Source: an optimization exercise on an open RTL-to-GDS flow (aim: small area, a short achievable clock period and few clock cycles per item). Production flows keep margins and buffers that such runs may drop.
Only simulation tests tie the RTL to the original design; equivalence was not proved.
Power figures rest on the tool's default switching activity, not on a simulated workload.

$ cat design/flow/config.mk
export PLATFORM = sky130hd
export DESIGN_NAME = kgroup_dot
export DESIGN_NICKNAME = kgroup_dot
export VERILOG_FILES = /design/flow/design.v
export SDC_FILE = /design/flow/constraint.sdc
export NUM_CORES = 4
export LEC_CHECK = 0
export CAP_MARGIN = 20
export CORE_MARGIN = 2
export CORE_UTILIZATION = 40
export PLACE_DENSITY = 0.6
export SLEW_MARGIN = 20
$ cat design/flow/constraint.sdc
create_clock -name core_clock -period 14.0 [get_ports {clk}]
set_input_delay 2.8000 -clock core_clock [delete_from_list [all_inputs] [get_ports {clk}]]
set_output_delay 2.8000 -clock core_clock [all_outputs]
set_load 0.01 [all_outputs]
$ cat design/flow/design.v
module kgroup_dot (
    input  wire        clk,
    input  wire        rst,
    input  wire        in_valid,
    output wire        in_ready,
    input  wire [15:0] in_a,
    input  wire [15:0] in_b,
    input  wire        in_a_fp16,
    input  wire        in_b_fp16,
    input  wire        in_narrow,
    output reg         out_valid,
    output reg  [31:0] out_result
);
    localparam integer W  = 55;    
    localparam integer CW = 5;     
    assign in_ready = 1'b1;
    function [W-1:0] rotl;
        input [W-1:0] x;
        input [5:0]   n;
        reg   [W-1:0] y;
        begin
            y = x;
            if (n[0]) y = {y[W-2:0], y[W-1]};
            if (n[1]) y = {y[W-3:0], y[W-1:W-2]};
            if (n[2]) y = {y[W-5:0], y[W-1:W-4]};
            if (n[3]) y = {y[W-9:0], y[W-1:W-8]};
            if (n[4]) y = {y[W-17:0], y[W-1:W-16]};
            if (n[5]) y = {y[W-33:0], y[W-1:W-32]};
            rotl = y;
        end
    endfunction
    reg  [4:0]  cnt;
    reg         g_afp, g_bfp, g_nar;           
    reg         r0_v, r0_first, r0_last;
    reg  [15:0] r0_a, r0_b;
    reg         r0_afp, r0_bfp, r0_nar;
    always @(posedge clk) begin
        if (rst) begin
            cnt  <= 5'd0;
            r0_v <= 1'b0;
        end else begin
            r0_v <= in_valid;
            if (in_valid) begin
                cnt <= cnt + 5'd1;
                if (cnt == 5'd0) begin
                    g_afp <= in_a_fp16;
                    g_bfp <= in_b_fp16;
                    g_nar <= in_narrow;
                end
            end
        end
        r0_a     <= in_a;
        r0_b     <= in_b;
        r0_first <= (cnt == 5'd0);
        r0_last  <= (cnt == 5'd31);
        r0_afp   <= (cnt == 5'd0) ? in_a_fp16 : g_afp;
        r0_bfp   <= (cnt == 5'd0) ? in_b_fp16 : g_bfp;
        r0_nar   <= (cnt == 5'd0) ? in_narrow : g_nar;
    end
    reg        a_nan, a_inf;
    reg [10:0] a_sig;
    reg signed [9:0] a_exp;
    reg        b_nan, b_inf;
    reg [10:0] b_sig;
    reg signed [9:0] b_exp;
    always @* begin
        if (r0_afp) begin
            a_nan  = (r0_a[14:10] == 5'h1f) && (r0_a[9:0] != 10'd0);
            a_inf  = (r0_a[14:10] == 5'h1f) && (r0_a[9:0] == 10'd0);
            a_sig  = {(r0_a[14:10] != 5'd0), r0_a[9:0]};
            a_exp  = (r0_a[14:10] != 5'd0) ? $signed({5'd0, r0_a[14:10]}) - 10'sd25 : -10'sd24;
        end else begin
            a_nan  = (r0_a[14:7] == 8'hff) && (r0_a[6:0] != 7'd0);
            a_inf  = (r0_a[14:7] == 8'hff) && (r0_a[6:0] == 7'd0);
            a_sig  = {(r0_a[14:7] != 8'd0), r0_a[6:0], 3'b000};
            a_exp  = (r0_a[14:7] != 8'd0) ? $signed({2'd0, r0_a[14:7]}) - 10'sd137 : -10'sd136;
        end
        if (r0_bfp) begin
            b_nan  = (r0_b[14:10] == 5'h1f) && (r0_b[9:0] != 10'd0);
            b_inf  = (r0_b[14:10] == 5'h1f) && (r0_b[9:0] == 10'd0);
            b_sig  = {(r0_b[14:10] != 5'd0), r0_b[9:0]};
            b_exp  = (r0_b[14:10] != 5'd0) ? $signed({5'd0, r0_b[14:10]}) - 10'sd25 : -10'sd24;
        end else begin
            b_nan  = (r0_b[14:7] == 8'hff) && (r0_b[6:0] != 7'd0);
            b_inf  = (r0_b[14:7] == 8'hff) && (r0_b[6:0] == 7'd0);
            b_sig  = {(r0_b[14:7] != 8'd0), r0_b[6:0], 3'b000};
            b_exp  = (r0_b[14:7] != 8'd0) ? $signed({2'd0, r0_b[14:7]}) - 10'sd137 : -10'sd136;
        end
    end
    wire a_zero = !a_nan && !a_inf && (a_sig == 11'd0);
    wire b_zero = !b_nan && !b_inf && (b_sig == 11'd0);
    reg [3:0] a_msb, a_lsb, b_msb, b_lsb;
    integer k;
    always @* begin
        a_msb = 4'd0; b_msb = 4'd0;
        for (k = 0; k < 11; k = k + 1) begin
            if (a_sig[k]) a_msb = k[3:0];
            if (b_sig[k]) b_msb = k[3:0];
        end
        a_lsb = 4'd0; b_lsb = 4'd0;
        for (k = 10; k >= 0; k = k - 1) begin
            if (a_sig[k]) a_lsb = k[3:0];
            if (b_sig[k]) b_lsb = k[3:0];
        end
    end
    wire [21:0] mr0, mr1;
    wire mp_1;
    assign mp_1 = a_sig[0] & b_sig[0];
    wire mp_2;
    assign mp_2 = a_sig[0] & b_sig[1];
    wire mp_3;
    assign mp_3 = a_sig[0] & b_sig[2];
    wire mp_4;
    assign mp_4 = a_sig[0] & b_sig[3];
    wire mp_5;
    assign mp_5 = a_sig[0] & b_sig[4];
    wire mp_6;
    assign mp_6 = a_sig[0] & b_sig[5];
    wire mp_7;
    assign mp_7 = a_sig[0] & b_sig[6];
    wire mp_8;
    assign mp_8 = a_sig[0] & b_sig[7];
    wire mp_9;
    assign mp_9 = a_sig[0] & b_sig[8];
    wire mp_10;
    assign mp_10 = a_sig[0] & b_sig[9];
    wire mp_11;
    assign mp_11 = a_sig[0] & b_sig[10];
    wire mp_12;
    assign mp_12 = a_sig[1] & b_sig[0];
    wire mp_13;
    assign mp_13 = a_sig[1] & b_sig[1];
    wire mp_14;
    assign mp_14 = a_sig[1] & b_sig[2];
    wire mp_15;
    assign mp_15 = a_sig[1] & b_sig[3];
    wire mp_16;
    assign mp_16 = a_sig[1] & b_sig[4];
    wire mp_17;
    assign mp_17 = a_sig[1] & b_sig[5];
    wire mp_18;
    assign mp_18 = a_sig[1] & b_sig[6];
    wire mp_19;
    assign mp_19 = a_sig[1] & b_sig[7];
    wire mp_20;
    assign mp_20 = a_sig[1] & b_sig[8];
    wire mp_21;
    assign mp_21 = a_sig[1] & b_sig[9];
    wire mp_22;
    assign mp_22 = a_sig[1] & b_sig[10];
    wire mp_23;
    assign mp_23 = a_sig[2] & b_sig[0];
    wire mp_24;
    assign mp_24 = a_sig[2] & b_sig[1];
    wire mp_25;
    assign mp_25 = a_sig[2] & b_sig[2];
    wire mp_26;
    assign mp_26 = a_sig[2] & b_sig[3];
    wire mp_27;
    assign mp_27 = a_sig[2] & b_sig[4];
    wire mp_28;
    assign mp_28 = a_sig[2] & b_sig[5];
    wire mp_29;
    assign mp_29 = a_sig[2] & b_sig[6];
    wire mp_30;
    assign mp_30 = a_sig[2] & b_sig[7];
    wire mp_31;
    assign mp_31 = a_sig[2] & b_sig[8];
    wire mp_32;
    assign mp_32 = a_sig[2] & b_sig[9];
    wire mp_33;
    assign mp_33 = a_sig[2] & b_sig[10];
    wire mp_34;
    assign mp_34 = a_sig[3] & b_sig[0];
    wire mp_35;
    assign mp_35 = a_sig[3] & b_sig[1];
    wire mp_36;
    assign mp_36 = a_sig[3] & b_sig[2];
    wire mp_37;
    assign mp_37 = a_sig[3] & b_sig[3];
    wire mp_38;
    assign mp_38 = a_sig[3] & b_sig[4];
    wire mp_39;
    assign mp_39 = a_sig[3] & b_sig[5];
    wire mp_40;
    assign mp_40 = a_sig[3] & b_sig[6];
    wire mp_41;
    assign mp_41 = a_sig[3] & b_sig[7];
    wire mp_42;
    assign mp_42 = a_sig[3] & b_sig[8];
    wire mp_43;
    assign mp_43 = a_sig[3] & b_sig[9];
    wire mp_44;
    assign mp_44 = a_sig[3] & b_sig[10];
    wire mp_45;
    assign mp_45 = a_sig[4] & b_sig[0];
    wire mp_46;
    assign mp_46 = a_sig[4] & b_sig[1];
    wire mp_47;
    assign mp_47 = a_sig[4] & b_sig[2];
    wire mp_48;
    assign mp_48 = a_sig[4] & b_sig[3];
    wire mp_49;
    assign mp_49 = a_sig[4] & b_sig[4];
    wire mp_50;
    assign mp_50 = a_sig[4] & b_sig[5];
    wire mp_51;
    assign mp_51 = a_sig[4] & b_sig[6];
    wire mp_52;
    assign mp_52 = a_sig[4] & b_sig[7];
    wire mp_53;
    assign mp_53 = a_sig[4] & b_sig[8];
    wire mp_54;
    assign mp_54 = a_sig[4] & b_sig[9];
    wire mp_55;
    assign mp_55 = a_sig[4] & b_sig[10];
    wire mp_56;
    assign mp_56 = a_sig[5] & b_sig[0];
    wire mp_57;
    assign mp_57 = a_sig[5] & b_sig[1];
    wire mp_58;
    assign mp_58 = a_sig[5] & b_sig[2];
    wire mp_59;
    assign mp_59 = a_sig[5] & b_sig[3];
    wire mp_60;
    assign mp_60 = a_sig[5] & b_sig[4];
    wire mp_61;
    assign mp_61 = a_sig[5] & b_sig[5];
    wire mp_62;
    assign mp_62 = a_sig[5] & b_sig[6];
    wire mp_63;
    assign mp_63 = a_sig[5] & b_sig[7];
    wire mp_64;
    assign mp_64 = a_sig[5] & b_sig[8];
    wire mp_65;
    assign mp_65 = a_sig[5] & b_sig[9];
    wire mp_66;
    assign mp_66 = a_sig[5] & b_sig[10];
    wire mp_67;
    assign mp_67 = a_sig[6] & b_sig[0];
    wire mp_68;
    assign mp_68 = a_sig[6] & b_sig[1];
    wire mp_69;
    assign mp_69 = a_sig[6] & b_sig[2];
    wire mp_70;
    assign mp_70 = a_sig[6] & b_sig[3];
    wire mp_71;
    assign mp_71 = a_sig[6] & b_sig[4];
    wire mp_72;
    assign mp_72 = a_sig[6] & b_sig[5];
    wire mp_73;
    assign mp_73 = a_sig[6] & b_sig[6];
    wire mp_74;
    assign mp_74 = a_sig[6] & b_sig[7];
    wire mp_75;
    assign mp_75 = a_sig[6] & b_sig[8];
    wire mp_76;
    assign mp_76 = a_sig[6] & b_sig[9];
    wire mp_77;
    assign mp_77 = a_sig[6] & b_sig[10];
    wire mp_78;
    assign mp_78 = a_sig[7] & b_sig[0];
    wire mp_79;
    assign mp_79 = a_sig[7] & b_sig[1];
    wire mp_80;
    assign mp_80 = a_sig[7] & b_sig[2];
    wire mp_81;
    assign mp_81 = a_sig[7] & b_sig[3];
    wire mp_82;
    assign mp_82 = a_sig[7] & b_sig[4];
    wire mp_83;
    assign mp_83 = a_sig[7] & b_sig[5];
    wire mp_84;
    assign mp_84 = a_sig[7] & b_sig[6];
    wire mp_85;
    assign mp_85 = a_sig[7] & b_sig[7];
    wire mp_86;
    assign mp_86 = a_sig[7] & b_sig[8];
    wire mp_87;
    assign mp_87 = a_sig[7] & b_sig[9];
    wire mp_88;
    assign mp_88 = a_sig[7] & b_sig[10];
    wire mp_89;
    assign mp_89 = a_sig[8] & b_sig[0];
    wire mp_90;
    assign mp_90 = a_sig[8] & b_sig[1];
    wire mp_91;
    assign mp_91 = a_sig[8] & b_sig[2];
    wire mp_92;
    assign mp_92 = a_sig[8] & b_sig[3];
    wire mp_93;
    assign mp_93 = a_sig[8] & b_sig[4];
    wire mp_94;
    assign mp_94 = a_sig[8] & b_sig[5];
    wire mp_95;
    assign mp_95 = a_sig[8] & b_sig[6];
    wire mp_96;
    assign mp_96 = a_sig[8] & b_sig[7];
    wire mp_97;
    assign mp_97 = a_sig[8] & b_sig[8];
    wire mp_98;
    assign mp_98 = a_sig[8] & b_sig[9];
    wire mp_99;
    assign mp_99 = a_sig[8] & b_sig[10];
    wire mp_100;
    assign mp_100 = a_sig[9] & b_sig[0];
    wire mp_101;
    assign mp_101 = a_sig[9] & b_sig[1];
    wire mp_102;
    assign mp_102 = a_sig[9] & b_sig[2];
    wire mp_103;
    assign mp_103 = a_sig[9] & b_sig[3];
    wire mp_104;
    assign mp_104 = a_sig[9] & b_sig[4];
    wire mp_105;
    assign mp_105 = a_sig[9] & b_sig[5];
    wire mp_106;
    assign mp_106 = a_sig[9] & b_sig[6];
    wire mp_107;
    assign mp_107 = a_sig[9] & b_sig[7];
    wire mp_108;
    assign mp_108 = a_sig[9] & b_sig[8];
    wire mp_109;
    assign mp_109 = a_sig[9] & b_sig[9];
    wire mp_110;
    assign mp_110 = a_sig[9] & b_sig[10];
    wire mp_111;
    assign mp_111 = a_sig[10] & b_sig[0];
    wire mp_112;
    assign mp_112 = a_sig[10] & b_sig[1];
    wire mp_113;
    assign mp_113 = a_sig[10] & b_sig[2];
    wire mp_114;
    assign mp_114 = a_sig[10] & b_sig[3];
    wire mp_115;
    assign mp_115 = a_sig[10] & b_sig[4];
    wire mp_116;
    assign mp_116 = a_sig[10] & b_sig[5];
    wire mp_117;
    assign mp_117 = a_sig[10] & b_sig[6];
    wire mp_118;
    assign mp_118 = a_sig[10] & b_sig[7];
    wire mp_119;
    assign mp_119 = a_sig[10] & b_sig[8];
    wire mp_120;
    assign mp_120 = a_sig[10] & b_sig[9];
    wire mp_121;
    assign mp_121 = a_sig[10] & b_sig[10];
    wire mp_122;
    wire mp_123;
    assign mp_122 = mp_10 ^ mp_20;
    assign mp_123 = mp_10 & mp_20;
    wire mp_124;
    wire mp_125;
    assign mp_124 = mp_11 ^ mp_21 ^ mp_31;
    assign mp_125 = (mp_11 & mp_21) | (mp_11 & mp_31) | (mp_21 & mp_31);
    wire mp_126;
    wire mp_127;
    assign mp_126 = mp_41 ^ mp_51;
    assign mp_127 = mp_41 & mp_51;
    wire mp_128;
    wire mp_129;
    assign mp_128 = mp_22 ^ mp_32 ^ mp_42;
    assign mp_129 = (mp_22 & mp_32) | (mp_22 & mp_42) | (mp_32 & mp_42);
    wire mp_130;
    wire mp_131;
    assign mp_130 = mp_52 ^ mp_62;
    assign mp_131 = mp_52 & mp_62;
    wire mp_132;
    wire mp_133;
    assign mp_132 = mp_33 ^ mp_43 ^ mp_53;
    assign mp_133 = (mp_33 & mp_43) | (mp_33 & mp_53) | (mp_43 & mp_53);
    wire mp_134;
    wire mp_135;
    assign mp_134 = mp_7 ^ mp_17;
    assign mp_135 = mp_7 & mp_17;
    wire mp_136;
    wire mp_137;
    assign mp_136 = mp_8 ^ mp_18 ^ mp_28;
    assign mp_137 = (mp_8 & mp_18) | (mp_8 & mp_28) | (mp_18 & mp_28);
    wire mp_138;
    wire mp_139;
    assign mp_138 = mp_38 ^ mp_48;
    assign mp_139 = mp_38 & mp_48;
    wire mp_140;
    wire mp_141;
    assign mp_140 = mp_9 ^ mp_19 ^ mp_29;
    assign mp_141 = (mp_9 & mp_19) | (mp_9 & mp_29) | (mp_19 & mp_29);
    wire mp_142;
    wire mp_143;
    assign mp_142 = mp_39 ^ mp_49 ^ mp_59;
    assign mp_143 = (mp_39 & mp_49) | (mp_39 & mp_59) | (mp_49 & mp_59);
    wire mp_144;
    wire mp_145;
    assign mp_144 = mp_69 ^ mp_79;
    assign mp_145 = mp_69 & mp_79;
    wire mp_146;
    wire mp_147;
    assign mp_146 = mp_122 ^ mp_30 ^ mp_40;
    assign mp_147 = (mp_122 & mp_30) | (mp_122 & mp_40) | (mp_30 & mp_40);
    wire mp_148;
    wire mp_149;
    assign mp_148 = mp_50 ^ mp_60 ^ mp_70;
    assign mp_149 = (mp_50 & mp_60) | (mp_50 & mp_70) | (mp_60 & mp_70);
    wire mp_150;
    wire mp_151;
    assign mp_150 = mp_80 ^ mp_90 ^ mp_100;
    assign mp_151 = (mp_80 & mp_90) | (mp_80 & mp_100) | (mp_90 & mp_100);
    wire mp_152;
    wire mp_153;
    assign mp_152 = mp_123 ^ mp_124 ^ mp_126;
    assign mp_153 = (mp_123 & mp_124) | (mp_123 & mp_126) | (mp_124 & mp_126);
    wire mp_154;
    wire mp_155;
    assign mp_154 = mp_61 ^ mp_71 ^ mp_81;
    assign mp_155 = (mp_61 & mp_71) | (mp_61 & mp_81) | (mp_71 & mp_81);
    wire mp_156;
    wire mp_157;
    assign mp_156 = mp_91 ^ mp_101 ^ mp_111;
    assign mp_157 = (mp_91 & mp_101) | (mp_91 & mp_111) | (mp_101 & mp_111);
    wire mp_158;
    wire mp_159;
    assign mp_158 = mp_125 ^ mp_127 ^ mp_128;
    assign mp_159 = (mp_125 & mp_127) | (mp_125 & mp_128) | (mp_127 & mp_128);
    wire mp_160;
    wire mp_161;
    assign mp_160 = mp_130 ^ mp_72 ^ mp_82;
    assign mp_161 = (mp_130 & mp_72) | (mp_130 & mp_82) | (mp_72 & mp_82);
    wire mp_162;
    wire mp_163;
    assign mp_162 = mp_92 ^ mp_102 ^ mp_112;
    assign mp_163 = (mp_92 & mp_102) | (mp_92 & mp_112) | (mp_102 & mp_112);
    wire mp_164;
    wire mp_165;
    assign mp_164 = mp_129 ^ mp_131 ^ mp_132;
    assign mp_165 = (mp_129 & mp_131) | (mp_129 & mp_132) | (mp_131 & mp_132);
    wire mp_166;
    wire mp_167;
    assign mp_166 = mp_63 ^ mp_73 ^ mp_83;
    assign mp_167 = (mp_63 & mp_73) | (mp_63 & mp_83) | (mp_73 & mp_83);
    wire mp_168;
    wire mp_169;
    assign mp_168 = mp_93 ^ mp_103 ^ mp_113;
    assign mp_169 = (mp_93 & mp_103) | (mp_93 & mp_113) | (mp_103 & mp_113);
    wire mp_170;
    wire mp_171;
    assign mp_170 = mp_133 ^ mp_44 ^ mp_54;
    assign mp_171 = (mp_133 & mp_44) | (mp_133 & mp_54) | (mp_44 & mp_54);
    wire mp_172;
    wire mp_173;
    assign mp_172 = mp_64 ^ mp_74 ^ mp_84;
    assign mp_173 = (mp_64 & mp_74) | (mp_64 & mp_84) | (mp_74 & mp_84);
    wire mp_174;
    wire mp_175;
    assign mp_174 = mp_94 ^ mp_104 ^ mp_114;
    assign mp_175 = (mp_94 & mp_104) | (mp_94 & mp_114) | (mp_104 & mp_114);
    wire mp_176;
    wire mp_177;
    assign mp_176 = mp_55 ^ mp_65 ^ mp_75;
    assign mp_177 = (mp_55 & mp_65) | (mp_55 & mp_75) | (mp_65 & mp_75);
    wire mp_178;
    wire mp_179;
    assign mp_178 = mp_85 ^ mp_95 ^ mp_105;
    assign mp_179 = (mp_85 & mp_95) | (mp_85 & mp_105) | (mp_95 & mp_105);
    wire mp_180;
    wire mp_181;
    assign mp_180 = mp_66 ^ mp_76 ^ mp_86;
    assign mp_181 = (mp_66 & mp_76) | (mp_66 & mp_86) | (mp_76 & mp_86);
    wire mp_182;
    wire mp_183;
    assign mp_182 = mp_5 ^ mp_15;
    assign mp_183 = mp_5 & mp_15;
    wire mp_184;
    wire mp_185;
    assign mp_184 = mp_6 ^ mp_16 ^ mp_26;
    assign mp_185 = (mp_6 & mp_16) | (mp_6 & mp_26) | (mp_16 & mp_26);
    wire mp_186;
    wire mp_187;
    assign mp_186 = mp_36 ^ mp_46;
    assign mp_187 = mp_36 & mp_46;
    wire mp_188;
    wire mp_189;
    assign mp_188 = mp_134 ^ mp_27 ^ mp_37;
    assign mp_189 = (mp_134 & mp_27) | (mp_134 & mp_37) | (mp_27 & mp_37);
    wire mp_190;
    wire mp_191;
    assign mp_190 = mp_47 ^ mp_57 ^ mp_67;
    assign mp_191 = (mp_47 & mp_57) | (mp_47 & mp_67) | (mp_57 & mp_67);
    wire mp_192;
    wire mp_193;
    assign mp_192 = mp_135 ^ mp_136 ^ mp_138;
    assign mp_193 = (mp_135 & mp_136) | (mp_135 & mp_138) | (mp_136 & mp_138);
    wire mp_194;
    wire mp_195;
    assign mp_194 = mp_58 ^ mp_68 ^ mp_78;
    assign mp_195 = (mp_58 & mp_68) | (mp_58 & mp_78) | (mp_68 & mp_78);
    wire mp_196;
    wire mp_197;
    assign mp_196 = mp_137 ^ mp_139 ^ mp_140;
    assign mp_197 = (mp_137 & mp_139) | (mp_137 & mp_140) | (mp_139 & mp_140);
    wire mp_198;
    wire mp_199;
    assign mp_198 = mp_142 ^ mp_144 ^ mp_89;
    assign mp_199 = (mp_142 & mp_144) | (mp_142 & mp_89) | (mp_144 & mp_89);
    wire mp_200;
    wire mp_201;
    assign mp_200 = mp_141 ^ mp_143 ^ mp_145;
    assign mp_201 = (mp_141 & mp_143) | (mp_141 & mp_145) | (mp_143 & mp_145);
    wire mp_202;
    wire mp_203;
    assign mp_202 = mp_146 ^ mp_148 ^ mp_150;
    assign mp_203 = (mp_146 & mp_148) | (mp_146 & mp_150) | (mp_148 & mp_150);
    wire mp_204;
    wire mp_205;
    assign mp_204 = mp_147 ^ mp_149 ^ mp_151;
    assign mp_205 = (mp_147 & mp_149) | (mp_147 & mp_151) | (mp_149 & mp_151);
    wire mp_206;
    wire mp_207;
    assign mp_206 = mp_152 ^ mp_154 ^ mp_156;
    assign mp_207 = (mp_152 & mp_154) | (mp_152 & mp_156) | (mp_154 & mp_156);
    wire mp_208;
    wire mp_209;
    assign mp_208 = mp_153 ^ mp_155 ^ mp_157;
    assign mp_209 = (mp_153 & mp_155) | (mp_153 & mp_157) | (mp_155 & mp_157);
    wire mp_210;
    wire mp_211;
    assign mp_210 = mp_158 ^ mp_160 ^ mp_162;
    assign mp_211 = (mp_158 & mp_160) | (mp_158 & mp_162) | (mp_160 & mp_162);
    wire mp_212;
    wire mp_213;
    assign mp_212 = mp_159 ^ mp_161 ^ mp_163;
    assign mp_213 = (mp_159 & mp_161) | (mp_159 & mp_163) | (mp_161 & mp_163);
    wire mp_214;
    wire mp_215;
    assign mp_214 = mp_164 ^ mp_166 ^ mp_168;
    assign mp_215 = (mp_164 & mp_166) | (mp_164 & mp_168) | (mp_166 & mp_168);
    wire mp_216;
    wire mp_217;
    assign mp_216 = mp_165 ^ mp_167 ^ mp_169;
    assign mp_217 = (mp_165 & mp_167) | (mp_165 & mp_169) | (mp_167 & mp_169);
    wire mp_218;
    wire mp_219;
    assign mp_218 = mp_170 ^ mp_172 ^ mp_174;
    assign mp_219 = (mp_170 & mp_172) | (mp_170 & mp_174) | (mp_172 & mp_174);
    wire mp_220;
    wire mp_221;
    assign mp_220 = mp_171 ^ mp_173 ^ mp_175;
    assign mp_221 = (mp_171 & mp_173) | (mp_171 & mp_175) | (mp_173 & mp_175);
    wire mp_222;
    wire mp_223;
    assign mp_222 = mp_176 ^ mp_178 ^ mp_115;
    assign mp_223 = (mp_176 & mp_178) | (mp_176 & mp_115) | (mp_178 & mp_115);
    wire mp_224;
    wire mp_225;
    assign mp_224 = mp_177 ^ mp_179 ^ mp_180;
    assign mp_225 = (mp_177 & mp_179) | (mp_177 & mp_180) | (mp_179 & mp_180);
    wire mp_226;
    wire mp_227;
    assign mp_226 = mp_96 ^ mp_106 ^ mp_116;
    assign mp_227 = (mp_96 & mp_106) | (mp_96 & mp_116) | (mp_106 & mp_116);
    wire mp_228;
    wire mp_229;
    assign mp_228 = mp_181 ^ mp_77 ^ mp_87;
    assign mp_229 = (mp_181 & mp_77) | (mp_181 & mp_87) | (mp_77 & mp_87);
    wire mp_230;
    wire mp_231;
    assign mp_230 = mp_97 ^ mp_107 ^ mp_117;
    assign mp_231 = (mp_97 & mp_107) | (mp_97 & mp_117) | (mp_107 & mp_117);
    wire mp_232;
    wire mp_233;
    assign mp_232 = mp_88 ^ mp_98 ^ mp_108;
    assign mp_233 = (mp_88 & mp_98) | (mp_88 & mp_108) | (mp_98 & mp_108);
    wire mp_234;
    wire mp_235;
    assign mp_234 = mp_4 ^ mp_14;
    assign mp_235 = mp_4 & mp_14;
    wire mp_236;
    wire mp_237;
    assign mp_236 = mp_182 ^ mp_25 ^ mp_35;
    assign mp_237 = (mp_182 & mp_25) | (mp_182 & mp_35) | (mp_25 & mp_35);
    wire mp_238;
    wire mp_239;
    assign mp_238 = mp_183 ^ mp_184 ^ mp_186;
    assign mp_239 = (mp_183 & mp_184) | (mp_183 & mp_186) | (mp_184 & mp_186);
    wire mp_240;
    wire mp_241;
    assign mp_240 = mp_185 ^ mp_187 ^ mp_188;
    assign mp_241 = (mp_185 & mp_187) | (mp_185 & mp_188) | (mp_187 & mp_188);
    wire mp_242;
    wire mp_243;
    assign mp_242 = mp_189 ^ mp_191 ^ mp_192;
    assign mp_243 = (mp_189 & mp_191) | (mp_189 & mp_192) | (mp_191 & mp_192);
    wire mp_244;
    wire mp_245;
    assign mp_244 = mp_193 ^ mp_195 ^ mp_196;
    assign mp_245 = (mp_193 & mp_195) | (mp_193 & mp_196) | (mp_195 & mp_196);
    wire mp_246;
    wire mp_247;
    assign mp_246 = mp_197 ^ mp_199 ^ mp_200;
    assign mp_247 = (mp_197 & mp_199) | (mp_197 & mp_200) | (mp_199 & mp_200);
    wire mp_248;
    wire mp_249;
    assign mp_248 = mp_201 ^ mp_203 ^ mp_204;
    assign mp_249 = (mp_201 & mp_203) | (mp_201 & mp_204) | (mp_203 & mp_204);
    wire mp_250;
    wire mp_251;
    assign mp_250 = mp_205 ^ mp_207 ^ mp_208;
    assign mp_251 = (mp_205 & mp_207) | (mp_205 & mp_208) | (mp_207 & mp_208);
    wire mp_252;
    wire mp_253;
    assign mp_252 = mp_209 ^ mp_211 ^ mp_212;
    assign mp_253 = (mp_209 & mp_211) | (mp_209 & mp_212) | (mp_211 & mp_212);
    wire mp_254;
    wire mp_255;
    assign mp_254 = mp_213 ^ mp_215 ^ mp_216;
    assign mp_255 = (mp_213 & mp_215) | (mp_213 & mp_216) | (mp_215 & mp_216);
    wire mp_256;
    wire mp_257;
    assign mp_256 = mp_217 ^ mp_219 ^ mp_220;
    assign mp_257 = (mp_217 & mp_219) | (mp_217 & mp_220) | (mp_219 & mp_220);
    wire mp_258;
    wire mp_259;
    assign mp_258 = mp_221 ^ mp_223 ^ mp_224;
    assign mp_259 = (mp_221 & mp_223) | (mp_221 & mp_224) | (mp_223 & mp_224);
    wire mp_260;
    wire mp_261;
    assign mp_260 = mp_225 ^ mp_227 ^ mp_228;
    assign mp_261 = (mp_225 & mp_227) | (mp_225 & mp_228) | (mp_227 & mp_228);
    wire mp_262;
    wire mp_263;
    assign mp_262 = mp_229 ^ mp_231 ^ mp_232;
    assign mp_263 = (mp_229 & mp_231) | (mp_229 & mp_232) | (mp_231 & mp_232);
    wire mp_264;
    wire mp_265;
    assign mp_264 = mp_233 ^ mp_99 ^ mp_109;
    assign mp_265 = (mp_233 & mp_99) | (mp_233 & mp_109) | (mp_99 & mp_109);
    wire mp_266;
    wire mp_267;
    assign mp_266 = mp_3 ^ mp_13;
    assign mp_267 = mp_3 & mp_13;
    wire mp_268;
    wire mp_269;
    assign mp_268 = mp_234 ^ mp_24 ^ mp_34;
    assign mp_269 = (mp_234 & mp_24) | (mp_234 & mp_34) | (mp_24 & mp_34);
    wire mp_270;
    wire mp_271;
    assign mp_270 = mp_235 ^ mp_236 ^ mp_45;
    assign mp_271 = (mp_235 & mp_236) | (mp_235 & mp_45) | (mp_236 & mp_45);
    wire mp_272;
    wire mp_273;
    assign mp_272 = mp_237 ^ mp_238 ^ mp_56;
    assign mp_273 = (mp_237 & mp_238) | (mp_237 & mp_56) | (mp_238 & mp_56);
    wire mp_274;
    wire mp_275;
    assign mp_274 = mp_239 ^ mp_240 ^ mp_190;
    assign mp_275 = (mp_239 & mp_240) | (mp_239 & mp_190) | (mp_240 & mp_190);
    wire mp_276;
    wire mp_277;
    assign mp_276 = mp_241 ^ mp_242 ^ mp_194;
    assign mp_277 = (mp_241 & mp_242) | (mp_241 & mp_194) | (mp_242 & mp_194);
    wire mp_278;
    wire mp_279;
    assign mp_278 = mp_243 ^ mp_244 ^ mp_198;
    assign mp_279 = (mp_243 & mp_244) | (mp_243 & mp_198) | (mp_244 & mp_198);
    wire mp_280;
    wire mp_281;
    assign mp_280 = mp_245 ^ mp_246 ^ mp_202;
    assign mp_281 = (mp_245 & mp_246) | (mp_245 & mp_202) | (mp_246 & mp_202);
    wire mp_282;
    wire mp_283;
    assign mp_282 = mp_247 ^ mp_248 ^ mp_206;
    assign mp_283 = (mp_247 & mp_248) | (mp_247 & mp_206) | (mp_248 & mp_206);
    wire mp_284;
    wire mp_285;
    assign mp_284 = mp_249 ^ mp_250 ^ mp_210;
    assign mp_285 = (mp_249 & mp_250) | (mp_249 & mp_210) | (mp_250 & mp_210);
    wire mp_286;
    wire mp_287;
    assign mp_286 = mp_251 ^ mp_252 ^ mp_214;
    assign mp_287 = (mp_251 & mp_252) | (mp_251 & mp_214) | (mp_252 & mp_214);
    wire mp_288;
    wire mp_289;
    assign mp_288 = mp_253 ^ mp_254 ^ mp_218;
    assign mp_289 = (mp_253 & mp_254) | (mp_253 & mp_218) | (mp_254 & mp_218);
    wire mp_290;
    wire mp_291;
    assign mp_290 = mp_255 ^ mp_256 ^ mp_222;
    assign mp_291 = (mp_255 & mp_256) | (mp_255 & mp_222) | (mp_256 & mp_222);
    wire mp_292;
    wire mp_293;
    assign mp_292 = mp_257 ^ mp_258 ^ mp_226;
    assign mp_293 = (mp_257 & mp_258) | (mp_257 & mp_226) | (mp_258 & mp_226);
    wire mp_294;
    wire mp_295;
    assign mp_294 = mp_259 ^ mp_260 ^ mp_230;
    assign mp_295 = (mp_259 & mp_260) | (mp_259 & mp_230) | (mp_260 & mp_230);
    wire mp_296;
    wire mp_297;
    assign mp_296 = mp_261 ^ mp_262 ^ mp_118;
    assign mp_297 = (mp_261 & mp_262) | (mp_261 & mp_118) | (mp_262 & mp_118);
    wire mp_298;
    wire mp_299;
    assign mp_298 = mp_263 ^ mp_264 ^ mp_119;
    assign mp_299 = (mp_263 & mp_264) | (mp_263 & mp_119) | (mp_264 & mp_119);
    wire mp_300;
    wire mp_301;
    assign mp_300 = mp_265 ^ mp_110 ^ mp_120;
    assign mp_301 = (mp_265 & mp_110) | (mp_265 & mp_120) | (mp_110 & mp_120);
    assign mr0[0] = mp_1;
    assign mr1[0] = 1'b0;
    assign mr0[1] = mp_2;
    assign mr1[1] = mp_12;
    assign mr0[2] = mp_266;
    assign mr1[2] = mp_23;
    assign mr0[3] = mp_267;
    assign mr1[3] = mp_268;
    assign mr0[4] = mp_269;
    assign mr1[4] = mp_270;
    assign mr0[5] = mp_271;
    assign mr1[5] = mp_272;
    assign mr0[6] = mp_273;
    assign mr1[6] = mp_274;
    assign mr0[7] = mp_275;
    assign mr1[7] = mp_276;
    assign mr0[8] = mp_277;
    assign mr1[8] = mp_278;
    assign mr0[9] = mp_279;
    assign mr1[9] = mp_280;
    assign mr0[10] = mp_281;
    assign mr1[10] = mp_282;
    assign mr0[11] = mp_283;
    assign mr1[11] = mp_284;
    assign mr0[12] = mp_285;
    assign mr1[12] = mp_286;
    assign mr0[13] = mp_287;
    assign mr1[13] = mp_288;
    assign mr0[14] = mp_289;
    assign mr1[14] = mp_290;
    assign mr0[15] = mp_291;
    assign mr1[15] = mp_292;
    assign mr0[16] = mp_293;
    assign mr1[16] = mp_294;
    assign mr0[17] = mp_295;
    assign mr1[17] = mp_296;
    assign mr0[18] = mp_297;
    assign mr1[18] = mp_298;
    assign mr0[19] = mp_299;
    assign mr1[19] = mp_300;
    assign mr0[20] = mp_301;
    assign mr1[20] = mp_121;
    assign mr0[21] = 1'b0;
    assign mr1[21] = 1'b0;
    wire signed [9:0] p_exp = a_exp + b_exp;
    reg         r1_v, r1_first, r1_last, r1_nar;
    reg  [21:0] r1_m0, r1_m1;
    reg  signed [9:0]  r1_exp;
    reg  signed [10:0] r1_eab, r1_low;
    reg  [4:0]  r1_mbit;
    reg         r1_sign, r1_nan, r1_inf, r1_nz, r1_zero;
    always @(posedge clk) begin
        if (rst) r1_v <= 1'b0;
        else     r1_v <= r0_v;
        r1_first <= r0_first;
        r1_last  <= r0_last;
        r1_nar   <= r0_nar;
        r1_m0    <= mr0;
        r1_m1    <= mr1;
        r1_exp   <= p_exp;
        r1_eab   <= $signed({p_exp[9], p_exp}) + $signed({7'd0, a_msb}) + $signed({7'd0, b_msb});
        r1_low   <= $signed({p_exp[9], p_exp}) + $signed({7'd0, a_lsb}) + $signed({7'd0, b_lsb});
        r1_mbit  <= {1'b0, a_msb} + {1'b0, b_msb} + 5'd1;
        r1_sign  <= r0_a[15] ^ r0_b[15];
        r1_nan   <= a_nan || b_nan || (a_inf && b_zero) || (b_inf && a_zero);
        r1_inf   <= !a_nan && !b_nan && (a_inf || b_inf) && !(a_inf && b_zero) && !(b_inf && a_zero);
        r1_nz    <= !a_nan && !b_nan && !a_inf && !b_inf && !a_zero && !b_zero;
        r1_zero  <= !a_nan && !b_nan && !a_inf && !b_inf && (a_zero || b_zero);
    end
    wire [21:0] p_sig = r1_m0 + r1_m1;
    wire        p_top = p_sig[r1_mbit];               
    wire signed [10:0] eab1 = r1_eab + 11'sd1;
    reg  signed [10:0] min_low;
    reg         any_nz1;
    wire        nz1_prev  = r1_first ? 1'b0 : any_nz1;
    wire signed [10:0] min_low_n = (r1_nz && (!nz1_prev || (r1_low < min_low))) ? r1_low : min_low;
    reg  signed [10:0] c_min_low;
    reg         r2_v, r2_first, r2_last, r2_nar;
    reg  [21:0] r2_sig;
    reg  signed [10:0] r2_pe48;
    reg  signed [10:0] r2_log2;
    reg  [5:0]  r2_snew;
    reg         r2_sign, r2_nan, r2_inf, r2_nz, r2_zero;
    always @(posedge clk) begin
        if (rst) r2_v <= 1'b0;
        else     r2_v <= r1_v;
        if (r1_v) begin
            min_low <= min_low_n;
            any_nz1 <= nz1_prev || r1_nz;
        end
        if (r1_v && r1_last)
            c_min_low <= min_low_n;
        r2_first <= r1_first;
        r2_last  <= r1_last;
        r2_nar   <= r1_nar;
        r2_sig   <= p_sig;
        r2_pe48  <= $signed({r1_exp[9], r1_exp}) + 11'sd48;
        r2_log2  <= p_top ? eab1 : r1_eab;
        r2_snew  <= 6'd49 - {1'b0, r1_mbit} - {5'd0, p_top};
        r2_sign  <= r1_sign;
        r2_nan   <= r1_nan;
        r2_inf   <= r1_inf;
        r2_nz    <= r1_nz;
        r2_zero  <= r1_zero;
    end
    reg         any_nan, any_pinf, any_ninf, any_nz, all_negzero;
    reg  signed [10:0] emax;
    reg  [5:0]  ptr;
    wire        nz_prev  = r2_first ? 1'b0 : any_nz;
    wire signed [11:0] dlt = $signed({r2_log2[10], r2_log2}) - $signed({emax[10], emax});
    wire        newmax   = r2_nz && (!nz_prev || (dlt > 12'sd0));
    wire        clr_all  = r2_nz && (!nz_prev || (dlt > 12'sd48));
    wire signed [10:0] emax_n = newmax ? r2_log2 : emax;
    wire [6:0]  ptr_sum  = {1'b0, ptr} + {1'b0, dlt[5:0]};
    wire [6:0]  ptr_sub  = ptr_sum - W;
    wire [5:0]  ptr_n    = clr_all ? 6'd0 : !newmax ? ptr :
                           (ptr_sub[6] ? ptr_sum[5:0] : ptr_sub[5:0]);
    wire signed [11:0] sold = $signed({r2_pe48[10], r2_pe48}) - $signed({emax[10], emax});
    wire signed [11:0] spos = newmax ? $signed({6'd0, r2_snew}) : sold;
    wire any_nan_n     = (r2_first ? 1'b0 : any_nan)  || r2_nan;
    wire any_pinf_n    = (r2_first ? 1'b0 : any_pinf) || (r2_inf && !r2_sign);
    wire any_ninf_n    = (r2_first ? 1'b0 : any_ninf) || (r2_inf && r2_sign);
    wire any_nz_n      = nz_prev || r2_nz;
    wire all_negzero_n = (r2_first ? 1'b1 : all_negzero) && r2_zero && r2_sign;
    reg  [4:0]  nneg;
    wire [4:0]  nneg_b   = r2_first ? 5'd0 : nneg;
    reg         r3_v, r3_last, r3_nz, r3_sign;
    reg  [4:0]  r3_nneg;
    reg  [21:0] r3_sig;
    reg  signed [11:0] r3_spos;
    reg  [5:0]  r3_ptr, r3_mstart;
    reg  [5:0]  r3_mlen;               
    reg         c_nar, c_nan, c_pinf, c_ninf, c_nz, c_negzero;
    reg  signed [10:0] c_emax;
    reg  [5:0]  c_ptr;
    always @(posedge clk) begin
        if (rst) r3_v <= 1'b0;
        else     r3_v <= r2_v;
        if (r2_v) begin
            any_nan     <= any_nan_n;
            any_pinf    <= any_pinf_n;
            any_ninf    <= any_ninf_n;
            any_nz      <= any_nz_n;
            all_negzero <= all_negzero_n;
            emax        <= emax_n;
            ptr         <= ptr_n;
            nneg        <= nneg_b + {4'd0, r2_nz && r2_sign};
        end
        if (r2_v && r2_last) begin
            c_nar     <= r2_nar;
            c_nan     <= any_nan_n;
            c_pinf    <= any_pinf_n;
            c_ninf    <= any_ninf_n;
            c_nz      <= any_nz_n;
            c_negzero <= all_negzero_n;
            c_emax    <= emax_n;
            c_ptr     <= ptr_n;
        end
        r3_last   <= r2_last;
        r3_nz     <= r2_v && r2_nz;
        r3_sign   <= r2_sign;
        r3_nneg   <= nneg_b;
        r3_sig    <= r2_sig;
        r3_spos   <= spos;
        r3_ptr    <= ptr_n;
        r3_mstart <= ptr;
        r3_mlen   <= !r2_v ? 6'd0 : clr_all ? W[5:0] : (newmax ? dlt[5:0] : 6'd0);
    end
    reg  [21:0] v_in;
    always @* begin
        for (k = 0; k < 22; k = k + 1)
            v_in[k] = r3_nz && r3_sig[k] && ($signed({1'b0, k[5:0]}) + r3_spos >= 12'sd0);
    end
    wire [7:0]  rot_s = {2'b0, r3_ptr} + {r3_spos[11], r3_spos[6:0]};   
    wire [7:0]  rot_p = rot_s + W;
    wire [7:0]  rot_d = rot_s - W;
    wire [5:0]  rot   = rot_s[7] ? rot_p[5:0] : (rot_d[7] ? rot_s[5:0] : rot_d[5:0]);
    wire [6:0]  m_end_s = {1'b0, r3_mstart} + {1'b0, r3_mlen};
    wire [6:0]  m_end_d = m_end_s - W;
    wire [W-1:0] vec_p = rotl({{(W-22){1'b0}}, v_in}, rot);
    reg          r4_v, r4_last;
    reg  [4:0]   r4_nneg;
    reg  [W-1:0] r4_vec;
    reg  [5:0]   r4_mstart, r4_mend;
    reg          r4_mwrap, r4_mall;
    always @(posedge clk) begin
        if (rst) r4_v <= 1'b0;
        else     r4_v <= r3_v;
        r4_last   <= r3_last;
        r4_nneg   <= r3_nneg;
        r4_vec    <= (r3_nz && r3_sign) ? ~vec_p : vec_p;
        r4_mstart <= r3_mstart;
        r4_mend   <= m_end_d[6] ? m_end_s[5:0] : m_end_d[5:0];
        r4_mwrap  <= !m_end_d[6];
        r4_mall   <= (r3_mlen >= W);
    end
    function [W-1:0] therm;
        input [5:0] m;
        reg   [7:0] lt_h, eq_h, lt_l;
        integer q;
        begin
            for (q = 0; q < 8; q = q + 1) begin
                lt_h[q] = (q < m[5:3]);
                eq_h[q] = (q == m[5:3]);
                lt_l[q] = (q < m[2:0]);
            end
            for (q = 0; q < W; q = q + 1)
                therm[q] = lt_h[q >> 3] || (eq_h[q >> 3] && lt_l[q & 7]);
        end
    endfunction
    wire [W-1:0] lt_start = therm(r4_mstart);
    wire [W-1:0] lt_end   = therm(r4_mend);
    wire [W-1:0] keep     = r4_mall  ? {W{1'b0}} :
                            r4_mwrap ? (lt_start & ~lt_end) : (lt_start | ~lt_end);
    wire          cnt_en = r4_v && !r4_last;
    reg  [CW-1:0] col [0:W-1];
    reg  [CW-1:0] xcol [0:W-1];
    reg  [CW-1:0] ncol [0:W-1];
    reg  [CW:0]   tg;
    integer i, b;
    always @* begin
        for (i = 0; i < W; i = i + 1) begin
            xcol[i] = keep[i] ? col[i] : r4_nneg;
            tg[0] = cnt_en && r4_vec[i];
            for (b = 0; b < CW; b = b + 1) begin
                ncol[i][b] = xcol[i][b] ^ tg[b];
                tg[b+1]    = tg[b] && xcol[i][b];
            end
        end
    end
    always @(posedge clk)
        for (i = 0; i < W; i = i + 1)
            col[i] <= ncol[i];
    reg [W-1:0] pl [0:CW];
    integer j;
    always @* begin
        for (j = 0; j < CW; j = j + 1)
            for (i = 0; i < W; i = i + 1)
                pl[j][(i + j) % W] = xcol[i][j];
        pl[CW] = r4_vec;
    end
    function [2*W-1:0] csa;         
        input [W-1:0] x, y, z;
        reg   [W-1:0] s, m;
        begin
            s = x ^ y ^ z;
            m = (x & y) | (x & z) | (y & z);
            csa = {m[W-2:0], m[W-1], s};
        end
    endfunction
    wire [2*W-1:0] l1a = csa(pl[0], pl[1], pl[2]);
    wire [2*W-1:0] l1b = csa(pl[3], pl[4], pl[5]);
    wire [2*W-1:0] l2  = csa(l1a[W-1:0], l1a[2*W-1:W], l1b[W-1:0]);
    wire [2*W-1:0] l3  = csa(l1b[2*W-1:W], l2[W-1:0], l2[2*W-1:W]);
    reg          q1_v;
    reg  [W-1:0] q1_x, q1_y;
    always @(posedge clk) begin
        if (rst) q1_v <= 1'b0;
        else     q1_v <= r4_v && r4_last;
        q1_x <= l3[W-1:0];
        q1_y <= l3[2*W-1:W];
    end
    reg [W-1:0] eg, ep, sg, sp;
    reg [W-1:0] sum_eac;
    integer lv, bi;
    always @* begin
        sg = q1_x & q1_y;
        sp = q1_x ^ q1_y;
        eg = sg;
        ep = sp;
        for (lv = 0; lv < 6; lv = lv + 1)
            for (bi = W - 1; bi >= 0; bi = bi - 1)
                if (((bi >> lv) & 1) == 1) begin
                    eg[bi] = eg[bi] | (ep[bi] & eg[((bi >> lv) << lv) - 1]);
                    ep[bi] = ep[bi] & ep[((bi >> lv) << lv) - 1];
                end
        for (bi = 0; bi < W; bi = bi + 1)
            if (bi == 0)
                sum_eac[bi] = sp[bi] ^ eg[W-1];
            else
                sum_eac[bi] = sp[bi] ^ (eg[bi-1] | (ep[bi-1] & eg[W-1]));
    end
    localparam [2:0] B_IDLE = 3'd0, B_DEROT = 3'd1, B_INV = 3'd2, B_LZC = 3'd3,
                     B_NORM = 3'd4, B_ROT  = 3'd5, B_EXTR  = 3'd6;
    reg  [2:0]   bst;
    reg  [W-1:0] R;
    reg  [5:0]   amt;
    reg          k_neg, k_zero, k_big, k_sticky;
    reg  [5:0]   k_lim;
    reg  [5:0]   k_msb;
    reg  [9:0]   k_field;
    reg [5:0] t_msb;
    always @* begin
        t_msb = 6'd0;
        for (j = 0; j < W-1; j = j + 1)
            if (R[j]) t_msb = j[5:0];
    end
    wire signed [11:0] z_v   = (c_nar ? -12'sd85 : -12'sd101) - $signed({c_emax[10], c_emax});
    reg  signed [11:0] k_z;
    reg         [5:0]  k_zmod, k_zlim;
    reg                k_zbig;
    wire signed [7:0]  ra_v  = $signed({2'd0, k_msb}) - (c_nar ? 8'sd7 : 8'sd23);    
    wire        [5:0]  ra_mod = ra_v[7] ? ra_v[5:0] + W[5:0] : ra_v[5:0];
    wire        [5:0]  ra_lim = ra_v[7] ? W[5:0] : W[5:0] - ra_v[5:0];
    wire               ra_gt = ($signed({{4{ra_v[7]}}, ra_v}) > k_z);
    wire signed [11:0] f_v   = $signed({{4{ra_v[7]}}, ra_v}) - k_z;
    wire [5:0] step = (amt >= 6'd16) ? 6'd16 : (amt >= 6'd4) ? 6'd4 : 6'd1;
    wire [W-1:0] R_rot = (amt >= 6'd16) ? {R[15:0], R[W-1:16]} :
                         (amt >= 6'd4)  ? {R[3:0], R[W-1:4]} : {R[0], R[W-1:1]};
    wire [W-1:0] below = therm(k_lim);
    wire [25:0]  kept  = R[25:0] & below[25:0] & {26{!k_big}};
    wire         rest  = k_big ? !k_zero : ((R[W-2:0] & ~below[W-2:0]) != {(W-1){1'b0}});
    wire        guard = R[W-1] && !k_big;
    wire [32:0] pre   = {7'd0, kept} + (c_nar ? {16'd0, k_field, 7'd0} : {k_field, 23'd0});
    reg        q6_v, q6_up;
    reg [32:0] q6_pre;
    always @(posedge clk) begin
        if (rst) begin
            bst  <= B_IDLE;
            q6_v <= 1'b0;
        end else begin
            q6_v <= 1'b0;
            case (bst)
                B_IDLE:  if (q1_v) bst <= B_DEROT;
                B_DEROT: if (amt == 6'd0) bst <= B_INV;
                B_INV:   bst <= B_LZC;
                B_LZC:   bst <= B_NORM;
                B_NORM:  bst <= B_ROT;
                B_ROT:   if (amt == 6'd0) bst <= B_EXTR;
                B_EXTR:  begin bst <= B_IDLE; q6_v <= 1'b1; end
                default: bst <= B_IDLE;
            endcase
        end
        case (bst)
            B_IDLE: begin
                R   <= sum_eac;
                amt <= c_ptr;
            end
            B_DEROT, B_ROT:
                if (amt != 6'd0) begin
                    R   <= R_rot;
                    amt <= amt - step;
                end
            B_INV: begin
                k_neg <= R[W-1];
                R     <= R ^ {W{R[W-1]}};
            end
            B_LZC: begin
                k_msb    <= t_msb;
                k_zero   <= (R == {W{1'b0}});
                k_sticky <= (c_min_low < c_emax - 11'sd48);
                k_z      <= z_v;
                k_zbig   <= (z_v > 12'sd54);
                k_zmod   <= z_v[11] ? z_v[5:0] + W[5:0] : z_v[5:0];
                k_zlim   <= (z_v[11] || z_v == 12'sd0) ? W[5:0] : W[5:0] - z_v[5:0];
            end
            B_NORM: begin
                k_big    <= !ra_gt && k_zbig;
                k_lim    <= ra_gt ? ra_lim : k_zlim;
                k_field  <= ra_gt ? f_v[9:0] : 10'd0;
                amt      <= ra_gt ? ra_mod : (k_zbig ? 6'd0 : k_zmod);
            end
            default: ;
        endcase
        q6_up  <= guard && (rest || k_sticky || kept[0]);
        q6_pre <= pre;
    end
    wire        narrow = c_nar;
    wire [32:0] lim  = narrow ? 33'h0_0000_7f80 : 33'h0_7f80_0000;
    wire [30:0] bits = q6_pre[30:0] + {30'd0, q6_up};
    wire        ovf  = (q6_pre >= lim) || (q6_up && (q6_pre == lim - 33'd1));
    reg [31:0] rnd_result;
    always @* begin
        if (c_nan || (c_pinf && c_ninf))
            rnd_result = narrow ? 32'h0000_7fc0 : 32'h7fc0_0000;
        else if (c_pinf)
            rnd_result = narrow ? 32'h0000_7f80 : 32'h7f80_0000;
        else if (c_ninf)
            rnd_result = narrow ? 32'h0000_ff80 : 32'hff80_0000;
        else if (!c_nz)
            rnd_result = c_negzero ? (narrow ? 32'h0000_8000 : 32'h8000_0000) : 32'd0;
        else if (k_zero)
            rnd_result = 32'd0;
        else if (ovf)
            rnd_result = narrow ? {16'd0, k_neg, 15'h7f80} : {k_neg, 31'h7f80_0000};
        else
            rnd_result = narrow ? {16'd0, k_neg, bits[14:0]} : {k_neg, bits[30:0]};
    end
    always @(posedge clk) begin
        if (rst) out_valid <= 1'b0;
        else     out_valid <= q6_v;
        out_result <= rnd_result;
    end
endmodule
$ cat design/flow/flow/run.sh
#!/bin/bash
# The standard layout (standard.sh: standard synthesis, floorplan,
# placement, CTS, routing), with ORFS's repair_timing asked for a larger
# setup margin than the 14 ns clock needs, so that it sizes and buffers the
# design for a shorter achieved period.  The SDC is the standard flow's, unchanged.
set -euo pipefail
bash standard.sh SETUP_SLACK_MARGIN=9.8 finish > standard_make.log 2>&1
$ cat design/flow/standard.sh
#!/bin/bash
# synth_recipe.tcl (not shown) runs the flow's synth.tcl, then flattens the netlist and writes it again
# the make line also repeats each setting of config.mk as NAME=value (left out here)
make -C /OpenROAD-flow-scripts/flow DESIGN_CONFIG=/design/flow/config.mk WORK_HOME=/design/flow/orfs CLKGATE_MAP_FILE= SYNTH_SCRIPT=/design/flow/synth_recipe.tcl "${@:-finish}"
==> results.sh, run 1 <==
export IMPL_synth_ff_type="dfxtp_1"
export IMPL_die_h_um=392
export IMPL_netlist_area_um2=60200
export IMPL_start_util_pct=40.3
export IMPL_rsz0062_at_grt="yes"
export IMPL_grt_pass1_vias=44800
export IMPL_gp_congestion=0.928
export IMPL_initialDrtViolationCount=3370
export IMPL_wl_mm=168
export IMPL_dieArea_um2=154000
export IMPL_antenna_left=0
export IMPL_grt_overflow_total=0
export IMPL_p_per_area_nw_per_um2=237
export IMPL_syn_nets=7003
export IMPL_hold_violations=0
export IMPL_synthDistinctLibCells=109
export IMPL_ys_seq_area_share_pct=35.4
export IMPL_place_inst=8001
export IMPL_finalSetupViolCount=0
export IMPL_via_count=45000
export IMPL_drv_cap=0
export IMPL_setup_tns_ns=0
export IMPL_yosys_warnings=5
export IMPL_outcome="complete, no violations"
export IMPL_fin_skew_ns=0.0744
export IMPL_cp_start_kind="flip-flop"
export IMPL_grtUsageTotal_pct=21.5
export IMPL_cp_required_ns=14.58
export IMPL_leakagePower_nw=30.6
export IMPL_fp_row_count=142
export IMPL_fin_crit_sh_pct=30.0
export IMPL_synth_cells=6156
export IMPL_pwr_share_comb_pct=54.8
export IMPL_antenna_found_initial=4
export IMPL_dr_pass1_iters=6
export IMPL_syn_to_final_growth_pct=14.3
export IMPL_total_power_mw=16.3
export IMPL_core_um2=150000
export IMPL_tightest_slew_ns=1.10
export IMPL_layout_commonest_cell="dfxtp_1"
export IMPL_pwr_share_clk_pct=17.3
export IMPL_worstHoldPathType="reg -> reg"
export IMPL_grt_pass1_wl_mm=259
export IMPL_cts_max_level=3
export IMPL_holdBufCountCts=0
export IMPL_syn_avg_cell_area_um2=9.79
export IMPL_synth_area_leader_cell="dfxtp_1"
export IMPL_slew_violations=0
export IMPL_synthArstFlopShare_pct=0
export IMPL_dp_hpwl_mm=123
export IMPL_cts_sinks=971
export IMPL_swShare_pct=44.2
export IMPL_seqPwrFrac_pct=27.8
export IMPL_power_internal_mw=9.11
export IMPL_stdcell_count=8325
export IMPL_post_route_drc_count=0
export IMPL_place_port_buffers=70
export IMPL_synthTopCellsByArea="dfxtp_1 (26%), fa_1 (11%), ha_1 (10%)"
export IMPL_max_freq_mhz=238
export IMPL_max_slew_margin_pct=26.6
export IMPL_cp_max_fo=6
export IMPL_ios=72
export IMPL_final_cell_mix="dfxtp_1 (761), inv_1 (632), ha_1 (476)"
export IMPL_synth_edff_count=188
export IMPL_cts_tree="yes"
export IMPL_die_w_um=392
export IMPL_ir_worst_vdd_mv=0.331
export IMPL_viasPerCell=5.40
export IMPL_wl_per_cell_um=20.2
export IMPL_grt_max_degree=70
export IMPL_cp_data_arrival_time_ns=4.78
export IMPL_synth_top_cell_area_share_pct=26.0
export IMPL_crit_path_end_kind="flip-flop"
export IMPL_crit_type="reg -> reg"
export IMPL_numCtsBuffers=105
export IMPL_cts_max_path_buffers=3
export IMPL_final_nets=7066
export IMPL_worstSkewPairLatency_ns=0.73
export IMPL_clk_pin_slew_ns=0.06
export IMPL_power_switching_mw=7.23
export IMPL_root_buffer="clkbuf_16"
export IMPL_layout_drive_gt1_share_pct=14.1
export IMPL_synth_seq_cells=971
export IMPL_fin_crit_ns=4.20
logic make-up after synthesis:
logic type,synth area share (%)
xor gates and xnor gates,5.94
DFF,35.4
muxes,7.12
and+or+nand+nor,11.5
AOI/OAI and AO/OA,12.7
adders and majority gates,21.4
other,0.00623
buffers and inverters,5.89
path summary, 6_finish.rpt:
check                     start            endpoint  slack [ns]  depth (start not counted)
min reg2reg  r3_nneg[2]$_DFF_P_  r4_nneg[2]$_DFF_P_        0.32                          0
max          r3_spos[0]$_DFF_P_  r4_vec[27]$_DFF_P_        9.80                         16
min          r3_nneg[2]$_DFF_P_  r4_nneg[2]$_DFF_P_        0.32                          0
max reg2reg  r3_spos[0]$_DFF_P_  r4_vec[27]$_DFF_P_        9.80                         16
layer usage:
layer | vias to the layer above | track usage [%] | share of wire, %
met5 | - | 0 | 0
met4 | 0 | 7.84 | 3.8
met3 | 331 | 2.98 | 5.1
met2 | 1236 | 36.4 | 47
met1 | 22100 | 27.8 | 44
li1 | 21300 | - | -
cell type report:
class | instances | area, um2
inverter | 644 | 2430
tap | 2016 | 2520
multi-input combinational | 4260 | 36900
antenna | 1 | 2.50
fill | 14300 | 80700
clock inverter | 47 | 484
sequential | 971 | 21400
clock buffer | 149 | 3060
timing repair buffer | 237 | 2060
critical path, stage by stage (launching register included):
cell	delay, ns
dfxtp_4	0.35
ha_4	0.16
fa_2	0.42
a211oi_4	0.36
o21ai_4	0.13
and3_4	0.21
a2bb2oi_4	0.16
buf_12	0.15
buf_12	0.12
mux2i_4	0.23
a221oi_4	0.37
mux2i_2	0.19
mux2_4	0.32
mux2_4	0.28
a221o_1	0.37
o21ai_1	0.16
xor2_1	0.08
synth_stat cells (all sizes together) (91+ instances only):
cell type / instances
ha: 488
dfxtp: 783
fa: 321
edfxtp: 188
xor2: 130
clkbuf: 252
and2: 97
nand2: 339
a21o: 94
mux2: 207
nor2: 511
nand3: 91
o21ai: 251
a21oi: 280
mux2i: 185
xnor2: 277
inv: 639
flip-flops by register name, summed over array words and instances (netlist names), 12 cells and up:
signal,count
col,275
k_z,12
r3_spos,12
r1_m0,21
q1_x,55
r0_a,16
q6_pre,33
r0_b,16
R,55
out_result,32
r2_sig,22
r1_m1,20
q1_y,55
r3_sig,22
r4_vec,55
timing repair:
action	4_1_cts	5_1_grt
pin swaps	34	65
buffers inserted	51	64
resized for setup	205	172
gates cloned	5	7
endpoints found under the setup margin	325	274
per-stage QoR:
stage	setup WS [ns]	utilization (%)	hold WS (ns)	instance area, um2
detailed placement	8.33	42.0	0.313	62800
global route	9.66	46.0	0.331	68900
global placement	8.40	42.0	0.312	62800
floorplan	9.85	-	0.310	60200
CTS	9.75	45.1	0.324	67500
finish	9.80	46.0	0.321	68900
power by group through the flow:
stage / Sequential, mW / Clock (mW) / Combinational, mW
4_1_cts: 4.53 / 2.90 / 8.45
2_1_floorplan: 4.05 / 0 / 5.89
6_report: 4.55 / 2.83 / 8.96
3_3_place_gp: 4.56 / 0 / 7.72
3_5_place_dp: 4.58 / 0 / 7.82
5_1_grt: 4.61 / 3.01 / 9.87
Testbench counts, summed over its fixed seeds: cycles 10,417, items 320.
==> inputs of run 2 (changes only) <==
--- a/design/flow/design.v
+++ b/design/flow/design.v
@@ -29,6 +29,20 @@
             rotl = y;
         end
     endfunction
+    function [W-1:0] therm;
+        input [5:0] m;
+        reg   [7:0] lt_h, eq_h, lt_l;
+        integer q;
+        begin
+            for (q = 0; q < 8; q = q + 1) begin
+                lt_h[q] = (q < m[5:3]);
+                eq_h[q] = (q == m[5:3]);
+                lt_l[q] = (q < m[2:0]);
+            end
+            for (q = 0; q < W; q = q + 1)
+                therm[q] = lt_h[q >> 3] || (eq_h[q >> 3] && lt_l[q & 7]);
+        end
+    endfunction
     reg  [4:0]  cnt;
     reg         g_afp, g_bfp, g_nar;           
     reg         r0_v, r0_first, r0_last;
@@ -825,6 +839,13 @@
                            (ptr_sub[6] ? ptr_sum[5:0] : ptr_sub[5:0]);
     wire signed [11:0] sold = $signed({r2_pe48[10], r2_pe48}) - $signed({emax[10], emax});
     wire signed [11:0] spos = newmax ? $signed({6'd0, r2_snew}) : sold;
+    wire [8:0]  rot_s = {3'b0, ptr} + {sold[11], sold[11], sold[6:0]};
+    wire [8:0]  rot_p = rot_s + W;
+    wire [8:0]  rot_d = rot_s - W;
+    wire [8:0]  rot_e = rot_s - 2 * W;
+    wire [5:0]  rot_n = clr_all ? r2_snew :
+                        rot_s[8] ? rot_p[5:0] : !rot_e[8] ? rot_e[5:0] :
+                        !rot_d[8] ? rot_d[5:0] : rot_s[5:0];
     wire any_nan_n     = (r2_first ? 1'b0 : any_nan)  || r2_nan;
     wire any_pinf_n    = (r2_first ? 1'b0 : any_pinf) || (r2_inf && !r2_sign);
     wire any_ninf_n    = (r2_first ? 1'b0 : any_ninf) || (r2_inf && r2_sign);
@@ -836,7 +857,7 @@
     reg  [4:0]  r3_nneg;
     reg  [21:0] r3_sig;
     reg  signed [11:0] r3_spos;
-    reg  [5:0]  r3_ptr, r3_mstart;
+    reg  [5:0]  r3_rot, r3_mstart;
     reg  [5:0]  r3_mlen;               
     reg         c_nar, c_nan, c_pinf, c_ninf, c_nz, c_negzero;
     reg  signed [10:0] c_emax;
@@ -870,19 +891,15 @@
         r3_nneg   <= nneg_b;
         r3_sig    <= r2_sig;
         r3_spos   <= spos;
-        r3_ptr    <= ptr_n;
+        r3_rot    <= rot_n;
         r3_mstart <= ptr;
         r3_mlen   <= !r2_v ? 6'd0 : clr_all ? W[5:0] : (newmax ? dlt[5:0] : 6'd0);
     end
-    reg  [21:0] v_in;
-    always @* begin
-        for (k = 0; k < 22; k = k + 1)
-            v_in[k] = r3_nz && r3_sig[k] && ($signed({1'b0, k[5:0]}) + r3_spos >= 12'sd0);
-    end
-    wire [7:0]  rot_s = {2'b0, r3_ptr} + {r3_spos[11], r3_spos[6:0]};   
-    wire [7:0]  rot_p = rot_s + W;
-    wire [7:0]  rot_d = rot_s - W;
-    wire [5:0]  rot   = rot_s[7] ? rot_p[5:0] : (rot_d[7] ? rot_s[5:0] : rot_d[5:0]);
+    wire        s_neg  = r3_spos[11];
+    wire [11:0] s_rsh  = -r3_spos;
+    wire [W-1:0] s_lt  = therm((s_rsh > 12'd22) ? 6'd22 : s_rsh[5:0]);
+    wire [21:0] v_in   = {22{r3_nz}} & r3_sig & (s_neg ? ~s_lt[21:0] : 22'h3fffff);
+    wire [5:0]  rot    = r3_rot;
     wire [6:0]  m_end_s = {1'b0, r3_mstart} + {1'b0, r3_mlen};
     wire [6:0]  m_end_d = m_end_s - W;
     wire [W-1:0] vec_p = rotl({{(W-22){1'b0}}, v_in}, rot);
@@ -902,20 +919,6 @@
         r4_mwrap  <= !m_end_d[6];
         r4_mall   <= (r3_mlen >= W);
     end
-    function [W-1:0] therm;
-        input [5:0] m;
-        reg   [7:0] lt_h, eq_h, lt_l;
-        integer q;
-        begin
-            for (q = 0; q < 8; q = q + 1) begin
-                lt_h[q] = (q < m[5:3]);
-                eq_h[q] = (q == m[5:3]);
-                lt_l[q] = (q < m[2:0]);
-            end
-            for (q = 0; q < W; q = q + 1)
-                therm[q] = lt_h[q >> 3] || (eq_h[q >> 3] && lt_l[q & 7]);
-        end
-    endfunction
     wire [W-1:0] lt_start = therm(r4_mstart);
     wire [W-1:0] lt_end   = therm(r4_mend);
     wire [W-1:0] keep     = r4_mall  ? {W{1'b0}} :
==> run 2 against run 1 <==
Worst setup slack better by 0.080 ns. Global-route usage is 0.13 points higher. Non-clock buffer count down 74. Count of clock-buffer cells in the layout is 16 lower. Clock skew shrank 0.012 ns. Maximum frequency increased by 1.9%. Via count grew 1.8%. Combinational power is 9.0% lower. Final cell count increased by 0.79%. Core utilization shrank 0.80 points. Final area is 0.21% lower. Hold slack gained 0.0032 ns.
==> results.sh, run 2 <==
export IMPL_outcome="complete, no violations"
export IMPL_fin_crit_sh_pct=29.4
export IMPL_power_switching_mw=6.89
export IMPL_regArea_um2=21400
export IMPL_pwr_share_clk_pct=18.9
export IMPL_antenna_found_initial=5
export IMPL_cts_max_level=3
export IMPL_antenna_left=0
export IMPL_antenna_cells=0
export IMPL_r2r_end="R[23]$_DFFE_PP_"
export IMPL_syn_nets=7149
export IMPL_r2r_start="q1_x[41]$_DFF_P_"
export IMPL_swShare_pct=43.1
export IMPL_wl_per_cell_um=20.5
export IMPL_synthDistinctLibCells=99
export IMPL_die_w_um=395
export IMPL_synth_common_cells="dfxtp_1 (783), inv_1 (667), ha_1 (485)"
export IMPL_holdPathEnd="r4_nneg[1]$_DFF_P_"
export IMPL_pwr_share_comb_pct=51.0
export IMPL_leakagePower_nw=30.4
export IMPL_holdBufCountCts=0
export IMPL_reg2reg_slack_ns=9.91
export IMPL_initialDrtViolationCount=3130
export IMPL_synth_cells=6305
export IMPL_synth_top_cell_area_share_pct=25.6
export IMPL_final_nets=7112
export IMPL_layout_commonest_cell="dfxtp_1"
export IMPL_crit_family="flip-flops"
export IMPL_power_internal_mw=9.08
export IMPL_layout_drive_gt1_share_pct=12.1
export IMPL_viasPerCell=5.46
export IMPL_grt_max_degree=73
export IMPL_dieArea_um2=156000
export IMPL_grt_overflow_total=0
export IMPL_setup_tns_ns=0
export IMPL_crit_type="reg -> out"
export IMPL_synth_edff_count=188
export IMPL_cts_sinks=971
export IMPL_hold_violations=0
export IMPL_total_power_mw=16.0
export IMPL_cp_cell_sequence="dlygate4sd2_1"
export IMPL_dr_pass1_iters=8
export IMPL_syn_avg_cell_area_um2=9.70
export IMPL_yosys_cell_count_top_type="dfxtp_1"
export IMPL_synthArstFlopShare_pct=0
export IMPL_worstHoldPathType="reg -> reg"
export IMPL_crit_path_end_kind="output port"
export IMPL_drv_cap=0
export IMPL_grtUsageTotal_pct=21.6
## run 2: cell types whose count changed after synthesis, moves of 16 or more
cell      previous run  this run
xor2_1             129        87
nand3_1             88       135
nor2_1             507       477
a21o_1              94        58
and3_1              37        53
a21oi_1            278       244
nor2b_1             60        83
clkbuf_1           252       280
inv_1              638       667
xnor2_1            276       294
o21ai_0            234       256
o211ai_1            24        49
o22ai_1             43        23
## run 2: cell type report
class                   count  area share [%]
flip-flops and latches    971            31.1
clock inverters            68            1.23
repair buffers            163            2.01
inverters                 674            3.69
clock buffers             133            4.33
multi-input cells        4352            53.9
well taps                2030            3.70
## run 2: metal layers
| metal | wire length (um) | vias to the layer above | global-route usage [%] | part of all wire, % |
|---|---|---|---|---|
| met3 | 8120 | 339 | 2.58 | 4.7 |
| met2 | 81400 | 1323 | 36.0 | 47 |
| li1 | - | 21800 | - | - |
| met1 | 75100 | 22400 | 28.4 | 44 |
| met4 | 7020 | 0 | 8.89 | 4.1 |
| met5 | 0 | - | 0 | 0 |
## run 2: timing repair
action / CTS / global route
setup endpoints to repair: 283 / 240
pin swaps: 6 / 18
setup buffers: 11 / 40
gates cloned: 2 / 1
resized for setup: 121 / 120
## run 2: stage by stage
step	area [um2]	utilization (%)	setup slack (ns)	hold slack [ns]	std cells
CTS	67900	44.7	9.77	0.325	8350
finish	68700	45.2	9.88	0.324	8391
global route	68700	45.2	9.73	0.327	8391
global placement	63600	41.9	8.79	0.310	8135
floorplan	61200	-	9.91	0.310	6305
detailed placement	63600	41.9	8.97	0.312	8136
## run 2: kinds of logic (layout without fill, tap and decap cells)
family,Yosys count,in the layout,synth area share (%)
xor+xnor,382,383,5.48
buf+inv,985,1038,6.10
other cells,1,1,0.00613
simple gates,1550,1550,12.3
flops,971,971,34.8
compound gates,1179,1181,13.3
fa+ha+maj,846,846,21.1
mux,391,391,6.92
## run 2: how the worst max path moves through the flow
stage                               endpoint  cells past startpoint                       from
after detailed placement  r4_vec[44]$_DFF_P_                     12         r3_spos[0]$_DFF_P_
after global placement    r4_vec[21]$_DFF_P_                     12         r3_spos[0]$_DFF_P_
after CTS                    R[23]$_DFFE_PP_                     11           q1_x[41]$_DFF_P_
after global routing         R[37]$_DFFE_PP_                     12           q1_x[41]$_DFF_P_
final                         out_result[21]                      1  out_result[21]$_SDFF_PP0_
after floorplan           r4_vec[36]$_DFF_P_                     15         r3_spos[0]$_DFF_P_
## run 2: power groups by stage
stage	Clock (mW)	Sequential [mW]	Combinational (mW)
detailed placement	0	4.82	7.91
CTS	3.09	4.77	8.06
floorplan	0	4.23	6.04
global route	3.19	4.88	9.22
global placement	0	4.81	7.73
finish	3.02	4.80	8.15
Testbench counts of run 2, summed over its fixed seeds: cycles 10,417, items 320.

[what the ideal ports hide]
The results above use ideal ports. As a check the final layouts listed here were re-extracted and re-timed, cells and wires unchanged.
Step 1 sets driving cells, clkbuf_16 on the clock port and buf_2 on the other inputs (assumed; they add their load-dependent delay and slew).
Step 2, shift: input delay + t, output delay - t, t = (earliest + latest rising clock arrival at the registers) / 2. This alone moves slack from input paths to output paths.
a / b / c = ideal / step 1 / step 2; a / b = the first two.
| run | t, ns | slack for setup (ns) |
|---|---|---|
| run 1 | 0.770 | 9.798 / 9.798 / 9.798 |
| run 2 | 0.801 | 9.878 / 9.795 / 9.488 |
After both steps setup and hold are still met in every run listed.
